What follows belongs to an exercise in optimizing a design on an open flow for small area, a short achievable clock period and few clock cycles; a production flow would make more cautious choices. Only simulation tests tie the RTL to the original design; equivalence was not proved. Power and IR drop assume default switching activity.

JK:
// bale_decoder
module bale_decoder (
    input  wire        clk,
    input  wire        rst,
    input  wire        in_valid,
    output wire        in_ready,
    input  wire [7:0]  in_data,
    input  wire        in_last,
    output reg         out_valid,
    input  wire        out_ready,
    output reg  [7:0]  out_data,
    output reg         done,
    output reg         bad,
    output reg         crc_fail,
    output wire [31:0] label
);
Size in the first run: about 2000 cells after synthesis, roughly 58 I/O pins, ~18000 um2 of cells after synthesis.
==> flow/config.mk <==
export PLATFORM = sky130hd
export DESIGN_NAME = bale_decoder
export DESIGN_NICKNAME = bale_decoder
export VERILOG_FILES = /design/flow/design.v
export SDC_FILE = /design/flow/constraint.sdc
export NUM_CORES = 4
export LEC_CHECK = 0
export CAP_MARGIN = 20
export CORE_MARGIN = 2
export CORE_UTILIZATION = 50
export CTS_BUF_LIST = sky130_fd_sc_hd__clkbuf_8
export SLEW_MARGIN = 20
export TNS_END_PERCENT = 0
==> flow/constraint.sdc <==
create_clock -name core_clock -period 9.0 [get_ports {clk}]
set_input_delay 1.8000 -clock core_clock [delete_from_list [all_inputs] [get_ports {clk}]]
set_output_delay 1.8000 -clock core_clock [all_outputs]
set_load 0.01 [all_outputs]
standard.sh (not shown) runs the stock make flow with config.mk's settings and CLKGATE_MAP_FILE= SYNTH_SCRIPT=/design/flow/synth_recipe.tcl, a recipe that flattens the netlist after the stock synthesis.
==> flow/flow/run.sh <==
#!/bin/bash
# The standard layout (standard.sh: standard synthesis through finish),
# with the port buffers that placement inserts on every input and output
# made plain sky130 buf_2 cells instead of the slower delay-buffer cell the
# resizer picks by default, and the setup repair aimed 6 ns above the
# clock period's slack. Make's full output goes to standard.log here; each
# ORFS step also keeps its own log under orfs/logs.
set -euo pipefail
export BUFFER_PORTS_ARGS="-buffer_cell sky130_fd_sc_hd__buf_2"
export SETUP_SLACK_MARGIN=6
bash standard.sh > standard.log 2>&1
Testbench counts of JK, summed over its fixed seeds: cycles 122,630.
Relative to JK, the following input files were edited for PW:
--- a/flow/design.v
+++ b/flow/design.v
@@ -50,22 +50,24 @@
     reg        tz;             
     reg        dchk;           
     reg [17:0] dx;             
     reg        dxv;
     reg [4:0]  dw;             
     reg [24:0] ib;             
     reg [4:0]  ibcnt;          
     reg [5:0]  ib1;            
     reg [6:0]  ib2;            
     reg [35:0] hist;
     reg [4:0]  pend;           
+    reg        p_le4;          
+    reg        p_z;            
     reg [31:0] crc;
     assign label = label_r;
     reg    vpend;
     wire   crc_err  = (crc != CRC_RESIDUE);
     function [31:0] crc32c_byte;
         input [31:0] c;
         input [7:0]  b;
         integer k;
         reg [31:0] x;
         begin
             x = c ^ {24'd0, b};
@@ -191,39 +193,31 @@
                     fault  = !in_last;
                     fin_ok = in_last;
                 end
             end
             st[S_DISC]: if (last) nstate = H_FIN;
             st[S_FIN]:  if (pend == 5'd0 && !out_valid) nstate = H_HDR;
             default: nstate = H_HDR;
         endcase
     end
     wire ubad  = dchk && (ib != 25'd0);
     reg  dfault_q;
-    reg [4:0] q0, q1;
+    reg [4:0] pend_n;
     always @(*) begin
-        if (st[S_DISC] || st[S_FIN]) begin
-            q0 = (pend < 5'd4) ? 5'd0 : pend;
-            q1 = (pend < 5'd8) ? 5'd0 : pend - 5'd4;
-        end else if (fire && st[S_DATA]) begin
-            q0 = pend_up;
-            q1 = pend;
-        end else begin
-            q0 = pend_fc;
-            q1 = pend_fc - 5'd4;
-        end
+        if (st[S_DISC] || st[S_FIN])
+            pend_n = (pend_a < 5'd4) ? 5'd0 : pend_a;
+        else if (fire && st[S_DATA])
+            pend_n = xfer ? pend : pend_up;
+        else
+            pend_n = xfer ? pend_fc - 5'd4 : pend_fc;
     end
-    wire [4:0] pend_n  = xfer ? q1 : q0;
-    wire       p_le4_n = xfer ? (q1 <= 5'd4) : (q0 <= 5'd4);
-    wire       p_z_n   = xfer ? (q1 == 5'd0) : (q0 == 5'd0);
-    wire       p_le7_n = xfer ? (q1 <= 5'd7) : (q0 <= 5'd7);
     wire abort = (fault || dfault_q || ubad || (last && !fin_ok)) && !st[S_DISC] && !st[S_FIN];
     wire [9:0] st_n  = abort ? (last ? H_FIN : H_DISC) : (fin_ok ? H_HDR : nstate);
     wire       dxv_n = !live ? 1'b0 : (fcomp ? 1'b1 : (fadd ? 1'b0 : dxv));
     wire       ld    = fire && st[S_DELTA];
     wire [5:0] c1    = fcomp ? ib2[5:0] : ib1;
     wire [5:0] ib1_n = st[S_EXT1] ? {1'b1, ~dw} : (ld ? c1 + 6'd8 : c1);
     wire [4:0] cs    = fcomp ? ib1[4:0] : ibcnt;
     wire [6:0] c2    = fcomp ? ib2 + {2'b11, ~dw} : ib2;
     wire [4:0] ibcnt_n = st[S_EXT1] ? 5'd0 : (ld ? cs + 5'd8 : cs);
     wire [6:0] ib2_n   = st[S_EXT1] ? {1'b1, ~dw, 1'b0} : (ld ? c2 + 7'd8 : c2);
     wire [1:0] fidx_n  = st[S_EXT1] ? 2'd0 : (fcomp ? fidx + 2'd1 : fidx);
@@ -232,51 +226,57 @@
         tz_n = tz;
         if (st[S_TAG] && fire)       tz_n = (in_data[5:0] == 6'd0);
         else if (st[S_EXT0] && fire) tz_n = (in_data == 8'd0);
         else if (st[S_EXT1] && fire) tz_n = (in_data == 8'd0) && (trem[7:0] == 8'd0);
         else if (st[S_DATA] && fire) tz_n = !tz && (trem == 16'd1);
         else if (fcomp && fidx == 2'd3) tz_n = (trem == 16'd1);
     end
     wire flast_n = tz_n && (fidx_n == 2'd3);
     wire dload_n = ((ibcnt_n[4] == 1'b0) || (ibcnt_n[3:1] == 3'd0)) &&    
                    (ib1_n[5] || (ib2_n[6] && !flast_n));
     wire ovalid_n = xfer || (out_valid && !out_ready);
+    wire p_le4_n  = (pend_n <= 5'd4);
+    wire p_z_n    = (pend_n == 5'd0);
     reg  accept_n;
     always @(*) begin
         case (1'b1)
             st_n[S_HDR], st_n[S_TAG], st_n[S_EXT0], st_n[S_EXT1], st_n[S_PAD], st_n[S_DISC]: accept_n = 1'b1;
             st_n[S_DATA]:  accept_n = p_le4_n && !dxv_n;
             st_n[S_DELTA]: accept_n = dload_n;
             st_n[S_TRL]:   accept_n = p_z_n && !dxv_n && !ovalid_n;
             default: accept_n = 1'b0;
         endcase
     end
     always @(posedge clk) begin
         if (rst) begin
             st        <= H_HDR;
             hcnt      <= 4'd0;
             pend      <= 5'd0;
+            p_le4     <= 1'b1;
+            p_z       <= 1'b1;
             out_valid <= 1'b0;
             done      <= 1'b0;
             fmt_err   <= 1'b0;
             dchk      <= 1'b0;
             dfault_q  <= 1'b0;
             vpend     <= 1'b0;
             dxv       <= 1'b0;
             fcomp     <= 1'b0;
             accept    <= 1'b1;
         end else begin
             dxv   <= dxv_n;
             st    <= st_n;
-            fcomp <= st_n[S_DELTA] && !ib1_n[5] && (!dxv_n || p_le7_n);
+            fcomp <= st_n[S_DELTA] && !ib1_n[5] && (!dxv_n || (pend_n <= 5'd7));
             pend  <= pend_n;
+            p_le4 <= p_le4_n;
+            p_z   <= p_z_n;
             accept <= accept_n;
             out_valid <= ovalid_n;
             if (last || (st[S_FIN]))
                 hcnt <= 4'd0;
             else if (fire)
                 hcnt <= hcnt + 4'd1;
             vpend <= fin_ok;
             done  <= vpend || (st[S_FIN] && nstate[S_HDR]);
             dchk <= fcomp && flast;
             dfault_q <= dfault;
             if (st[S_HDR] && fire && hcnt == 4'd0)
--- outcome ---
[compare] base=JK new=PW: sum of negative setup slack held, cell area power density went down about 14%, horizontal die dimension went down about 0.56%, top fanout value on the critical path went up 1. met1 usage in global routing down 1.6 points in PW wrt JK. Diff JK -> PW | shortest clock period the worst path allows after layout | decrease of 38 ps. When the final numbers for JK and PW were put side by side, the number of non-clock inverters in the layout turned out to be greater in JK. Signed area change from the synthesized netlist to the final layout is lower on JK. From JK to PW the numbers moved as follows: fraction of area in registers saw little to no change, post-route fraction of the period consumed by the critical path shows a reduction of 0.43 points.
Testbench counts of PW, summed over its fixed seeds: cycles 122,630.


Another version of the RTL of bale_decoder (not shown whole).
Size in the first run: about 58 I/O pins.
==> flow/config.mk <==
export PLATFORM = sky130hd
export DESIGN_NAME = bale_decoder
export DESIGN_NICKNAME = bale_decoder
export VERILOG_FILES = /design/flow/design.v
export SDC_FILE = /design/flow/constraint.sdc
export NUM_CORES = 4
export LEC_CHECK = 0
export CAP_MARGIN = 20
export CORE_MARGIN = 2
export CORE_UTILIZATION = 40
export SETUP_SLACK_MARGIN = 5
export SLEW_MARGIN = 20
==> flow/constraint.sdc <==
create_clock -name core_clock -period 9.0 [get_ports {clk}]
set_input_delay 1.8000 -clock core_clock [delete_from_list [all_inputs] [get_ports {clk}]]
set_output_delay 1.8000 -clock core_clock [all_outputs]
set_load 0.01 [all_outputs]
run.sh (not shown) runs the stock make flow with config.mk's settings and CLKGATE_MAP_FILE= SYNTH_SCRIPT=/design/flow/synth_recipe.tcl, a recipe that flattens the netlist after the stock synthesis.
Stock flow here: none of the scripts above is used.
Testbench counts at the start, summed over its fixed seeds: cycles 123,047.
==> next run, changes <==
--- a/flow/design.v
+++ b/flow/design.v
@@ -24,12 +24,13 @@
                      S_DISC  = 4'd8,    
                      S_FIN   = 4'd9;    
     reg [3:0]  state;
     reg [3:0]  hcnt;           
     reg        form;           
     reg        fmt_err;
+    reg        crc_err;
     reg [16:0] crem;           
     reg [16:0] brem;           
     reg [31:0] label_r;
     reg [3:0]  pos9;           
     reg        tdelta;         
     reg        x64;            
@@ -39,13 +40,12 @@
     reg [24:0] ib;             
     reg [4:0]  ibcnt;
     reg [35:0] hist;
     reg [3:0]  pend;           
     reg [31:0] crc;
     assign label    = label_r;
-    wire   crc_err  = (crc != 32'hB798B438);
     assign bad      = fmt_err | crc_err;
     assign crc_fail = ~fmt_err & crc_err;
     function [31:0] crc32c_byte;
         input [31:0] c;
         input [7:0]  b;
         integer k;
@@ -78,13 +78,13 @@
     wire        flast   = (trem == 16'd0) && (fidx == 2'd3);    
     wire        have    = (ibcnt > dw);
     wire        fslot   = (state == S_DELTA) && have && (pend_a <= 4'd3);
     wire        cshort  = (crem < 17'd9);
     wire        fbad9   = fslot && (fidx == 2'd0) && cshort;   
     wire        fcomp   = fslot && !fbad9;
-    reg         dsign;         
+    wire        dsign   = ib[dw];
     reg  [17:0] dx;
     integer i;
     always @(*) begin
         for (i = 0; i < 18; i = i + 1)
             dx[i] = (i <= dw) ? ib[i] : dsign;
     end
@@ -103,28 +103,38 @@
     end
     assign in_ready = accept;
     wire fire = in_valid && accept;
     wire last = fire && in_last;
     wire bz   = (brem == 17'd0);
     wire size_bad   = ({1'b0, brem} > ({1'b0, crem | 17'd3} + 18'd1));
-    reg  szbad;
+    wire stored_bad = !form && (brem != crem);
     reg  hbad;
     always @(*) begin
         case (hcnt)
             4'd0:  hbad = (in_data != 8'h42);
             4'd1:  hbad = (in_data != 8'h5A);
             4'd2:  hbad = (in_data != 8'h01);
             4'd3:  hbad = (in_data[7:1] != 7'd0);
             4'd6:  hbad = (in_data[7:1] != 7'd0) || (in_data[0] && (crem[15:0] != 16'd0));
             4'd7:  hbad = (in_data != 8'd0);
             4'd10: hbad = (in_data[7:1] != 7'd0);
             4'd11: hbad = (in_data != 8'd0);
-            4'd12: hbad = szbad;
+            4'd12: hbad = size_bad || stored_bad;
             default: hbad = 1'b0;
         endcase
     end
+    reg [7:0] cbyte;
+    always @(*) begin
+        case (hcnt[1:0])
+            2'd0: cbyte = crc[7:0];
+            2'd1: cbyte = crc[15:8];
+            2'd2: cbyte = crc[23:16];
+            default: cbyte = crc[31:24];
+        endcase
+    end
+    wire tbad = (in_data != ~cbyte);
     reg [3:0] nstate;
     reg       fault;
     reg       fin_ok;      
     wire      lit_end  = form ? ((trem == 16'd0) && !x64) : (brem == 17'd1);
     wire [3:0] after_body = (hcnt[1:0] == 2'd3) ? S_TRL : S_PAD;   
     wire      tag_bad  = (in_data[7:6] == 2'b01) || (in_data[7:6] == 2'b11) ||
@@ -188,12 +198,13 @@
         if (rst) begin
             state   <= S_HDR;
             hcnt    <= 4'd0;
             pend    <= 4'd0;
             done    <= 1'b0;
             fmt_err <= 1'b0;
+            crc_err <= 1'b0;
         end else begin
             done <= 1'b0;
             if (fire) hcnt <= hcnt + 4'd1;
             if (state == S_DISC || state == S_FIN) begin
                 state <= nstate;
                 if (state == S_FIN && pend == 4'd0) begin
@@ -204,34 +215,36 @@
             end else if (fault || (last && !fin_ok)) begin
                 fmt_err <= 1'b1;
                 state   <= last ? S_FIN : S_DISC;
                 if (last) hcnt <= 4'd0;
             end else if (fin_ok) begin
                 if (crem != 17'd0) fmt_err <= 1'b1;
+                crc_err <= crc_err | tbad;
                 done    <= 1'b1;
                 state   <= S_HDR;
                 hcnt    <= 4'd0;
             end else begin
                 state <= nstate;
+                if (state == S_TRL && fire) crc_err <= crc_err | tbad;
             end
             if (state == S_HDR && fire && hcnt == 4'd0) begin
                 fmt_err <= fault || last;
+                crc_err <= 1'b0;
             end
             if (state == S_DISC || state == S_FIN)
                 pend <= (pend_a < 4'd4) ? 4'd0 : pend_a;
             else
                 pend <= pend_a + (fcomp ? 4'd9 : 4'd0) +
                         ((fire && state == S_DATA) ? 4'd4 : 4'd0);
         end
     end
     always @(posedge clk) begin
-        szbad <= size_bad;
         if (state == S_HDR)
             crc <= 32'hFFFFFFFF;
-        else if (deliver || (fire && state == S_TRL))
-            crc <= crc32c_byte(crc, deliver ? obyte : in_data);
+        else if (deliver)
+            crc <= crc32c_byte(crc, obyte);
         if (fcomp)
             hist <= {field, hist[35:18]};
         else if (fire && (state == S_HDR || state == S_DATA))
             hist <= {(state == S_DATA) ? in_data : 8'd0, hist[35:8]};
         if (state == S_HDR && fire) begin
             case (hcnt)
@@ -288,25 +301,21 @@
             if (fidx == 2'd3) trem <= trem - 16'd1;
         end
         if (state == S_EXT1) begin
             ib    <= 25'd0;
             ibcnt <= 5'd0;
             fidx  <= 2'd0;
-            dsign <= 1'b0;
         end else begin : ibupd
             reg [4:0]  cs;
             reg [24:0] is;
-            reg [24:0] ibn;
             is = fcomp ? ib_sh : ib;
             cs = fcomp ? ibcnt + ~dw : ibcnt;
             if (fire && state == S_DELTA) begin
-                ibn   = is | ({17'd0, in_data} << cs);
+                ib    <= is | ({17'd0, in_data} << cs);
                 ibcnt <= cs + 5'd8;
             end else begin
-                ibn   = is;
+                ib    <= is;
                 ibcnt <= cs;
             end
-            ib    <= ibn;
-            dsign <= ibn[dw];
         end
     end
 endmodule
After rerunning: Non-clock buffer count fell by 75. Cell area is lower by 10%. Via count fell by 9.7%. Total power fell by 7.1%. First-iteration DRC count went down by 24%.
Testbench counts after the change, summed over its fixed seeds: cycles 123,047.


## nickel
bale_decoder, a different RTL version from the one above (not shown whole).
For scale: about 2000 cells after synthesis, about 17000 sq um of cells after synthesis.
==> flow/config.mk <==
export PLATFORM = sky130hd
export DESIGN_NAME = bale_decoder
export DESIGN_NICKNAME = bale_decoder
export VERILOG_FILES = /design/flow/design.v
export SDC_FILE = /design/flow/constraint.sdc
export NUM_CORES = 4
export LEC_CHECK = 0
export CAP_MARGIN = 20
export CORE_MARGIN = 2
export CORE_UTILIZATION = 50
export CTS_BUF_LIST = sky130_fd_sc_hd__clkbuf_8
export SLEW_MARGIN = 20
export TNS_END_PERCENT = 0
==> flow/constraint.sdc <==
create_clock -name core_clock -period 9.0 [get_ports {clk}]
set_input_delay 1.8000 -clock core_clock [delete_from_list [all_inputs] [get_ports {clk}]]
set_output_delay 1.8000 -clock core_clock [all_outputs]
set_load 0.01 [all_outputs]
standard.sh (not shown) runs the stock make flow with config.mk's settings and CLKGATE_MAP_FILE= SYNTH_SCRIPT=/design/flow/synth_recipe.tcl, a recipe that flattens the netlist after the stock synthesis.
Scripts as last shown in full above: flow/flow/run.sh
Testbench counts of nickel, summed over its fixed seeds: cycles 122,630.
What garnet does differently from nickel at the input level:
--- a/flow/design.v
+++ b/flow/design.v
@@ -112,19 +112,20 @@
     wire        dsign = ib[dw];
     wire [17:0] dxn   = dsign ? (dlo | ~dmask) : dlo;
     wire [17:0] field = hist[17:0] + dx;
     wire [24:0] ib_sh   = (ib >> dw) >> 1;
     reg accept;
     assign in_ready = accept;
     wire fire = in_valid && accept;
     wire last = fire && in_last;
     wire bz   = (brem == 17'd0);
-    wire size_bad = ({1'b0, brem} > ({1'b0, crem | 17'd3} + 18'd1));
+    wire [15:0] szd      = crem[16:2] - brem[16:2];    
+    wire        size_bad = szd[15] && !((brem[1:0] == 2'd0) && (szd == 16'hFFFF));
     reg  hbad;
     always @(*) begin
         case (hcnt)
             4'd0:  hbad = (in_data != 8'h42);
             4'd1:  hbad = (in_data != 8'h5A);
             4'd2:  hbad = (in_data != 8'h01);
             4'd3:  hbad = (in_data[7:1] != 7'd0);
             4'd6:  hbad = (in_data[7:1] != 7'd0) || (in_data[0] && (crem[15:0] != 16'd0));
             4'd7:  hbad = (in_data != 8'd0);
@@ -224,25 +225,21 @@
     reg        tz_n;
     always @(*) begin
         tz_n = tz;
         if (st[S_TAG] && fire)       tz_n = (in_data[5:0] == 6'd0);
         else if (st[S_EXT0] && fire) tz_n = (in_data == 8'd0);
         else if (st[S_EXT1] && fire) tz_n = (in_data == 8'd0) && (trem[7:0] == 8'd0);
         else if (st[S_DATA] && fire) tz_n = !tz && (trem == 16'd1);
         else if (fcomp && fidx == 2'd3) tz_n = (trem == 16'd1);
     end
-    wire       fl_s = ((fcomp && fidx == 2'd3) ? (trem == 16'd1) : tz) && (fidx_n == 2'd3);
-    wire [4:0] cs8  = cs + 5'd8;
-    wire [5:0] c18  = c1 + 6'd8;
-    wire [6:0] c28  = c2 + 7'd8;
-    wire dl0 = ((cs[4]  == 1'b0) || (cs[3:1]  == 3'd0)) && (c1[5]  || (c2[6]  && !fl_s));
-    wire dl1 = ((cs8[4] == 1'b0) || (cs8[3:1] == 3'd0)) && (c18[5] || (c28[6] && !fl_s));
-    wire dload_n = st[S_EXT1] ? 1'b1 : (ld ? dl1 : dl0);
+    wire flast_n = tz_n && (fidx_n == 2'd3);
+    wire dload_n = ((ibcnt_n[4] == 1'b0) || (ibcnt_n[3:1] == 3'd0)) &&    
+                   (ib1_n[5] || (ib2_n[6] && !flast_n));
     wire ovalid_n = xfer || (out_valid && !out_ready);
     wire p_le4_n  = (pend_n <= 5'd4);
     wire p_z_n    = (pend_n == 5'd0);
     reg  accept_n;
     always @(*) begin
         case (1'b1)
             st_n[S_HDR], st_n[S_TAG], st_n[S_EXT0], st_n[S_EXT1], st_n[S_PAD], st_n[S_DISC]: accept_n = 1'b1;
             st_n[S_DATA]:  accept_n = p_le4_n && !dxv_n;
             st_n[S_DELTA]: accept_n = dload_n;
Notes after the runs:
- Growth of design area from synthesis to finish: garnet and nickel compared, higher one is garnet
- Number of buffers outside the clock class in the layout | garnet above nickel
- Taking nickel as the reference point, the ratio of final minimum period to clock period of garnet falls by 1.8 points.
- Max combinational fraction of design power across garnet and nickel: garnet
- Looking only at number of cells in the finished layout apart from fillers, and setting everything else aside, the lower value of garnet and nickel goes to garnet.
- Relative to nickel, the relative max-transition margin of garnet is lower by 2.7 points.
- garnet finished end to end and its layout was clean on timing, DRC and antenna.
- On leakage power total, nickel beats garnet.
- Summary of garnet over nickel: floorplan core area was more or less identical, proportion of cell area occupied by multi-input gates was more or less identical.
Testbench counts of garnet, summed over its fixed seeds: cycles 122,630.

==> separate check: timing with driven ports <==
The flow's constraints put no driver on any port. The routed layouts listed below were extracted and timed again, unchanged, in two steps.
Step 1 sets driving cells, clkbuf_16 on the clock port and buf_2 on the other inputs (assumed; they add their load-dependent delay and slew).
Step 2 adds t to the input delays and takes it off the output delays; t is the mean of the earliest and latest rising clock arrival at the registers after step 1. Input paths then give back, and output paths get back, about the clock's delay inside the block.
Slacks: ideal ports / drivers / drivers and shift; pairs: ideal ports / drivers.
run | shift t [ns] | setup WS [ns] | worst setup path at the end | slew at the worst register clock pin (ns)
JK | 0.669 | 5.770 / 5.793 / 5.125 | input to register | 0.07 / 0.07
PW | 0.669 | 5.809 / 5.810 / 5.140 | input to register | 0.07 / 0.07
the first run of note 2 | 0.606 | 4.658 / 4.659 / 4.065 | input to register | 0.07 / 0.07
the second run of note 2 | 0.575 | 4.686 / 4.635 / 4.522 | input to register | 0.07 / 0.07
nickel | 0.664 | 5.567 / 5.574 / 4.910 | input to register | 0.06 / 0.06
garnet | 0.675 | 5.728 / 5.734 / 5.059 | input to register | 0.07 / 0.07
After both steps every run listed still meets setup and hold.
